Context: an optimization exercise on an open-source flow, tuned for small area, a short achievable clock period and few clock cycles. The choices shown serve that exercise and are no tape-out recipe.
In this exercise RTL edits were held to simulation tests only and were not proved equivalent to the original.
Power figures rest on the tool's default switching activity, not on a simulated workload.

==> design/flow/design.v <==
module mcv_div #(
    parameter NW = 35,    
    parameter DW = 21     
) (
    input  wire          clk,
    input  wire          rst,
    input  wire          start,
    input  wire [NW-1:0] dividend,
    input  wire [DW-1:0] divisor,
    output reg           done,
    output reg  [NW-1:0] quotient,
    output reg  [DW:0]   remainder
);
    reg [DW-1:0] dsr;
    reg [6:0]    cnt;
    reg          busy;
    wire [DW+1:0] trial = {remainder, quotient[NW-1]} - {2'b00, dsr};
    always @(posedge clk) begin
        if (rst) begin
            busy <= 1'b0;
            done <= 1'b0;
            cnt  <= 7'd0;
        end else begin
            done <= 1'b0;
            if (start) begin
                busy      <= 1'b1;
                cnt       <= NW[6:0];
                dsr       <= divisor;
                quotient  <= dividend;
                remainder <= {(DW+1){1'b0}};
            end else if (busy) begin
                if (trial[DW+1]) begin
                    remainder <= {remainder[DW-1:0], quotient[NW-1]};
                    quotient  <= {quotient[NW-2:0], 1'b0};
                end else begin
                    remainder <= trial[DW:0];
                    quotient  <= {quotient[NW-2:0], 1'b1};
                end
                cnt <= cnt - 7'd1;
                if (cnt == 7'd1) begin
                    busy <= 1'b0;
                    done <= 1'b1;
                end
            end
        end
    end
endmodule
module mcv_cal (
    input  wire        clk,
    input  wire        rst,
    input  wire        s_valid,
    output wire        s_ready,
    input  wire [1:0]  s_op,       
    input  wire [2:0]  s_conv,
    input  wire [27:0] s_data,
    output reg         o_valid,
    output reg         o_kind,     
    output reg  [2:0]  o_conv,
    output reg  [11:0] o_raw,
    output reg         o_clamp,
    output reg         o_ok,
    output reg  [15:0] o_gain,
    output reg  [11:0] o_offset
);
    localparam OP_MEAS    = 2'd0;
    localparam OP_CAL     = 2'd1;
    localparam OP_RESTART = 2'd2;
    localparam OP_LOAD    = 2'd3;
    localparam ST_IDLE  = 3'd0;
    localparam ST_MUL   = 3'd1;
    localparam ST_ODIV  = 3'd2;
    localparam ST_GDIV  = 3'd3;
    localparam ST_DONE  = 3'd4;
    localparam [34:0] GAIN_NUM = 35'd30064771072;    
    localparam [15:0] GAIN_MIN = 16'd31785;          
    localparam [15:0] GAIN_MAX = 16'd33751;          
    reg [2:0] state;
    reg signed [11:0] cal_off  [0:7];
    reg        [15:0] cal_gain [0:7];
    reg [5:0]  cal_cnt [0:7];
    reg [16:0] sum_lo  [0:7];
    reg [16:0] sum_hi  [0:7];
    reg [2:0]          w_conv;
    reg [11:0]         w_u;
    reg signed [11:0]  w_off;
    reg [15:0]         w_gain;
    reg signed [17:0]  w_d;          
    reg signed [21:0]  w_n;          
    reg signed [22:0]  r_off;        
    reg [34:0]         r_gain;       
    assign s_ready = (state == ST_IDLE);
    wire accept = s_valid && s_ready;
    wire signed [18:0] m_x    = $signed({3'b000, w_u, 4'b0000}) - w_off;
    wire signed [36:0] m_prod = m_x * $signed({1'b0, w_gain});
    wire signed [36:0] m_rnd  = m_prod + 37'sd262144;
    wire signed [17:0] m_val  = m_rnd[36:19];
    wire m_low  = m_val < 0;
    wire m_high = m_val > 18'sd4095;
    reg         div_start;
    reg  [34:0] div_num;
    reg  [20:0] div_den;
    wire        div_done;
    wire [34:0] div_q;
    wire [21:0] div_r;
    mcv_div #(.NW(35), .DW(21)) u_div (
        .clk      (clk),
        .rst      (rst),
        .start    (div_start),
        .dividend (div_num),
        .divisor  (div_den),
        .done     (div_done),
        .quotient (div_q),
        .remainder(div_r)
    );
    wire [16:0] cur_lo = sum_lo[s_conv];
    wire [16:0] cur_hi = sum_hi[s_conv];
    wire [16:0] new_hi = cur_hi + {5'd0, s_data[11:0]};
    wire        d_pos    = (w_d > 0);
    wire        gain_ok  = (r_gain >= {19'd0, GAIN_MIN}) && (r_gain <= {19'd0, GAIN_MAX});
    wire        off_ok   = (r_off >= -23'sd512) && (r_off <= 23'sd512);
    wire        cal_pass = d_pos && gain_ok && off_ok;
    integer i;
    always @(posedge clk) begin
        if (rst) begin
            state     <= ST_IDLE;
            o_valid   <= 1'b0;
            div_start <= 1'b0;
            for (i = 0; i < 8; i = i + 1) begin
                cal_off[i]  <= 12'sd0;
                cal_gain[i] <= 16'h8000;
                cal_cnt[i]  <= 6'd0;
                sum_lo[i]   <= 17'd0;
                sum_hi[i]   <= 17'd0;
            end
        end else begin
            o_valid   <= 1'b0;
            div_start <= 1'b0;
            case (state)
            ST_IDLE: begin
                if (accept) begin
                    case (s_op)
                    OP_MEAS: begin
                        w_conv <= s_conv;
                        w_u    <= s_data[11:0];
                        w_off  <= cal_off[s_conv];
                        w_gain <= cal_gain[s_conv];
                        state  <= ST_MUL;
                    end
                    OP_CAL: begin
                        if (cal_cnt[s_conv][0] == 1'b0) begin
                            sum_lo[s_conv]  <= cur_lo + {5'd0, s_data[11:0]};
                            cal_cnt[s_conv] <= cal_cnt[s_conv] + 6'd1;
                        end else if (cal_cnt[s_conv] != 6'd63) begin
                            sum_hi[s_conv]  <= new_hi;
                            cal_cnt[s_conv] <= cal_cnt[s_conv] + 6'd1;
                        end else begin
                            w_conv          <= s_conv;
                            w_d             <= $signed({1'b0, new_hi}) - $signed({1'b0, cur_lo});
                            w_n             <= $signed({2'b00, cur_lo, 3'b000})
                                               - $signed({5'b00000, new_hi}) + 22'sd7;
                            sum_lo[s_conv]  <= 17'd0;
                            sum_hi[s_conv]  <= 17'd0;
                            cal_cnt[s_conv] <= 6'd0;
                            state           <= ST_ODIV;
                            div_start       <= 1'b1;
                        end
                    end
                    OP_RESTART: begin
                        sum_lo[s_conv]  <= 17'd0;
                        sum_hi[s_conv]  <= 17'd0;
                        cal_cnt[s_conv] <= 6'd0;
                    end
                    OP_LOAD: begin
                        cal_off[s_conv]  <= s_data[11:0];
                        cal_gain[s_conv] <= s_data[27:12];
                    end
                    endcase
                end
            end
            ST_MUL: begin
                o_valid  <= 1'b1;
                o_kind   <= 1'b0;
                o_conv   <= w_conv;
                o_raw    <= m_low ? 12'd0 : (m_high ? 12'd4095 : m_val[11:0]);
                o_clamp  <= m_low || m_high;
                state    <= ST_IDLE;
            end
            ST_ODIV: begin
                if (div_done) begin
                    if (w_n < 0)
                        r_off <= -$signed({1'b0, div_q[21:0]});
                    else
                        r_off <= $signed({1'b0, div_q[21:0]});
                    if (d_pos) begin
                        state     <= ST_GDIV;
                        div_start <= 1'b1;
                    end else begin
                        state <= ST_DONE;
                    end
                end
            end
            ST_GDIV: begin
                if (div_done) begin
                    r_gain <= div_q;
                    state  <= ST_DONE;
                end
            end
            ST_DONE: begin
                o_valid  <= 1'b1;
                o_kind   <= 1'b1;
                o_conv   <= w_conv;
                o_ok     <= cal_pass;
                o_gain   <= r_gain[15:0];
                o_offset <= r_off[11:0];
                if (cal_pass) begin
                    cal_off[w_conv]  <= r_off[11:0];
                    cal_gain[w_conv] <= r_gain[15:0];
                end
                state <= ST_IDLE;
            end
            default: state <= ST_IDLE;
            endcase
        end
    end
    wire [21:0] n_mag   = w_n[21] ? (22'd0 - w_n[21:0] + 22'd13) : w_n[21:0];
    wire [16:0] d_mag   = w_d[16:0];
    wire [20:0] d_x10   = {d_mag, 3'b000} + {3'b000, d_mag, 1'b0};
    wire [34:0] d_x5    = {16'd0, d_mag, 2'b00} + {18'd0, d_mag};
    always @(*) begin
        if (state == ST_ODIV) begin
            div_num = {13'd0, n_mag};
            div_den = 21'd14;
        end else begin
            div_num = GAIN_NUM + d_x5;
            div_den = d_x10;
        end
    end
endmodule
==> design/flow/run.sh <==
#!/bin/bash
# synth_recipe.tcl (not shown) runs the flow's synth.tcl, then flattens the netlist and writes it again
# the make line also repeats each setting of config.mk as NAME=value (left out here)
make -C /OpenROAD-flow-scripts/flow DESIGN_CONFIG=/design/flow/config.mk WORK_HOME=/design/flow/orfs CLKGATE_MAP_FILE= SYNTH_SCRIPT=/design/flow/synth_recipe.tcl finish
==> design/flow/config.mk <==
export PLATFORM = sky130hd
export DESIGN_NAME = mcv_cal
export DESIGN_NICKNAME = mcv_cal
export VERILOG_FILES = /design/flow/design.v
export SDC_FILE = /design/flow/constraint.sdc
export NUM_CORES = 4
export LEC_CHECK = 0
export CAP_MARGIN = 20
export CORE_MARGIN = 2
export CORE_UTILIZATION = 40
export SLEW_MARGIN = 20
==> design/flow/constraint.sdc <==
create_clock -name core_clock -period 12.0 [get_ports {clk}]
set_input_delay 2.4000 -clock core_clock [delete_from_list [all_inputs] [get_ports {clk}]]
set_output_delay 2.4000 -clock core_clock [all_outputs]
set_load 0.01 [all_outputs]
==> notes.md <==
-- flip-flops by register name, summed over array words and instances (netlist names), 16 cells and up --
signal and count:
sum_hi 136, w_gain 16, u_div.quotient 35, sum_lo 136, u_div.remainder 22, cal_gain 128
w_d 18, r_gain 35, cal_off 96, r_off 23, o_gain 16, w_n 22
cal_cnt 48, u_div.dsr 20
-- per-stage QoR --
stage | utilization | instances | hold WS (ns) | setup WS, ns
finish | 0.448 | 6420 | 0.441 | 2.24
global route | 0.448 | 6417 | 0.455 | 1.49
CTS | 0.448 | 6414 | 0.443 | 1.86
detailed placement | 0.424 | 6248 | 0.427 | 1.87
global placement | 0.424 | 6248 | 0.423 | 2.13
floorplan | - | 4622 | 0.418 | 3.01
-- layer usage --
| layer | track usage | routed length [um] | up-vias |
|---|---|---|---|
| met5 | 0 | 16 | - |
| met4 | 0.0804 | 5190 | 2 |
| met3 | 0.0386 | 11000 | 237 |
| met2 | 0.369 | 69000 | 1305 |
| met1 | 0.297 | 61100 | 17911 |
| li1 | - | - | 16259 |
-- path summary, 6_finish.rpt --
| kind | start | end | cells past startpoint |
|---|---|---|---|
| setup / recovery | w_off[11] | o_clamp | 24 |
| hold / removal | u_div.quotient[24] | r_gain[24] | 0 |
| setup reg to reg | w_off[11] | o_clamp | 24 |
| hold reg to reg | u_div.quotient[24] | r_gain[24] | 0 |
-- cells by family after synthesis --
family / count (synthesis) / share of synthesized area
XOR/XNOR: 189 / 0.0328
AO/OA/AOI/OAI: 727 / 0.100
buffers and inverters: 714 / 0.0536
AND/OR/NAND/NOR: 1567 / 0.142
multiplexers: 95 / 0.0220
flip-flops: 822 / 0.481
adder cells (fa/ha/maj): 508 / 0.168
-- final cells by class --
class | instances | share of cell area
diodes | 4 | 0.000176
inverters | 509 | 0.0336
repair buffers | 171 | 0.0263
clock buffers | 105 | 0.0407
well taps | 1662 | 0.0365
flip-flops and latches | 822 | 0.431
clock inverters | 61 | 0.0111
multi-input cells | 3086 | 0.420
-- power by group through the flow --
stage	clock network [uW]	logic (uW)	registers (uW)
finish	2760	5400	3460
global route	2900	6170	3470
CTS	2800	5440	3460
detailed placement	0	5410	3520
global placement	0	5310	3520
floorplan	0	4170	3510
-- cells in the mapped netlist, drive strengths merged, types with 14 or more instances --
| master | count |
|---|---|
| buf | 49 |
| a31oi | 39 |
| nor2b | 46 |
| a221oi | 45 |
| o21a | 26 |
| o21bai | 26 |
| a22oi | 128 |
| clkbuf | 156 |
| o21ai | 114 |
| or4 | 14 |
| or3 | 34 |
| nand2 | 309 |
| mux2i | 71 |
| a211oi | 21 |
| o22ai | 19 |
| ha | 212 |
| xor2 | 50 |
| o211ai | 14 |
| edfxtp | 808 |
| and2 | 167 |
| fa | 293 |
| nor3 | 83 |
| nand2b | 55 |
| a21oi | 117 |
| inv | 506 |
| xnor2 | 139 |
| nand4 | 37 |
| a22o | 33 |
| and3 | 25 |
| nor4 | 24 |
| a21o | 37 |
| nand3 | 66 |
| nor2 | 677 |
| dfxtp | 14 |
==> flow_summary.json <==
{
  "num_rows": 131,
  "die_h_um": 361,
  "cts_tree": "yes",
  "cts.sink_count": 822,
  "hold_class": "register to register",
  "die-area_mm2": 0.130,
  "cts_setup_buffers": 0,
  "drt_wl_total_um": 146000,
  "fillers": 11775,
  "clk_latency_ns": 0.72,
  "syn_inst": 4622,
  "finalHoldViolations": 0,
  "arrival_ns": 10.13,
  "skew_ns": 0.0557,
  "max_freq_ghz": 0.103,
  "cts_buffer_depth": 3,
  "async_flop_share": 0,
  "viasPerCell": 5.56,
  "via_count": 35714,
  "area_growth_syn_to_layout_pct": 11.6,
  "h-tree-depth": 3,
  "yosysWarnings": 2,
  "grt_use_total": 0.224,
  "grt_max_degree": 58,
  "required_ns": 12.37,
  "synth.distinct_cells": 89,
  "multi_input_area_mm2": 0.0239,
  "p_int_uw": 7210,
  "mappedNetlistNets": 5163,
  "drv_slew": 0,
  "first_global_vias": 35963,
  "synth_flop_cell": "edfxtp_1",
  "worstSetupStartpointType": "register",
  "core_mm2": 0.127,
  "rsz0062_at_grt": "no",
  "io_buffer_count": 83,
  "seqPwrFrac": 0.298,
  "status": "timing/DRC/antenna clean",
  "p_switching_uw": 4420,
  "peakVddDrop_mv": 0.386,
  "r2r_setup_slack_ns": 2.24,
  "drt_iter0_drc": 3529,
  "final_nets": 5220,
  "ant_nets": 0,
  "worst_pin_slew_ns": 1.15,
  "regArea_mm2": 0.0245,
  "critPathKind": "register to register",
  "period_minus_slack_ns": 9.76,
  "total_power_uw": 11600,
  "cts_root_buffer": "clkbuf_16",
  "fin_area_mm2": 0.0569,
  "cts.clk_slew.worst_paths_ns": 0.06,
  "finalSetupViolCount": 0,
  "cpLargestDelayFamily": "adder cells",
  "layout-drive-gt1-share": 0.0686,
  "grt_pass1_wl_um": 222000,
  "antenna_found_initial": 4,
  "holdBufCountCts": 0,
  "wl_per_cell_um": 22.8,
  "final_cell_mix": "808 x edfxtp_1, 668 x nor2_1, 505 x inv_1, 301 x nand2_1, 293 x fa_1",
  "grt_overflow": 0,
  "drcViolationCount": 0,
  "synthTopCellsByArea": "edfxtp_1 48%, fa_1 12%, ha_1 5.2%",
  "cts_buffers": 89,
  "cpMostUsedCell": "fa_1",
  "power_density_mw_per_mm2": 204,
  "critical_path_buf_inv_count": 3,
  "crit_fanout": 33,
  "placed_cell_area_mm2": 0.0539,
  "leakage_uw": 0.0222,
  "die_w_um": 361,
  "relSlewSlack": 0.233,
  "ctsResizeCount": 0,
  "slowest_stage": "xnor2_1",
  "first_pass_iters": 6,
  "cp_cell_sequence": "inv_1, ha_1, or2_2, nor3_1, a311oi_2, nand3_1, nor2b_1, fa_1, fa_1, xnor2_1, xnor2_1, fa_1, fa_1, inv_1, fa_1, inv_1, ha_1, a21o_1, a21o_1, a221oi_1, and2_1, o21ai_0, xnor2_1, nand2b_1",
  "power_frac_comb": 0.464,
  "final_common_cell": "edfxtp_1",
  "crit_path_end_kind": "register",
  "ys_ff_latch": 822,
  "tns_ns": 0,
  "netlist_area_mm2": 0.0510,
  "pin_count": 84,
  "yosysTopAreaCell": "edfxtp_1",
  "avgSynthCellArea_um2": 11.0,
  "synth_top_area_frac": 0.476,
  "finalWeightedCongestion": 0.874,
  "critical_path.max_stage_delay_ns": 0.78,
  "synth_seq_area_share": 0.481,
  "p_sw_frac": 0.380,
  "pwr-share-clk": 0.238,
  "synth_edf_count": 808,
  "hpwl_um": 101000,
  "fin_crit_sh": 0.813,
  "start_util": 0.401,
  "max_cap_viol_count": 0
}
Testbench counts, summed over its fixed seeds: cycles 36,708.

-- re-timing with driven ports --
How much do the figures lean on ideal ports? The routed layout below was timed once more, with nothing changed but the port constraints.
Step 1 sets driving cells, clkbuf_16 on the clock port and buf_2 on the other inputs (assumed; they add their load-dependent delay and slew).
Step 2 adds t to the input delays and takes it off the output delays; t is the mean of the earliest and latest rising clock arrival at the registers after step 1. Input paths then give back, and output paths get back, about the clock's delay inside the block.
Three values: ideal, step 1, step 2; two values: the first two.
t (ns): 0.761
slack for setup (ns): 2.245 / 2.245 / 2.245
hold WS [ns]: 0.441 / 0.441 / 0.441
worst setup path after step 2: register to register
After both steps setup and hold are still met in this run. The setup slack of this run moves by 0.000 ns with the drivers and by 0.000 ns with both steps.
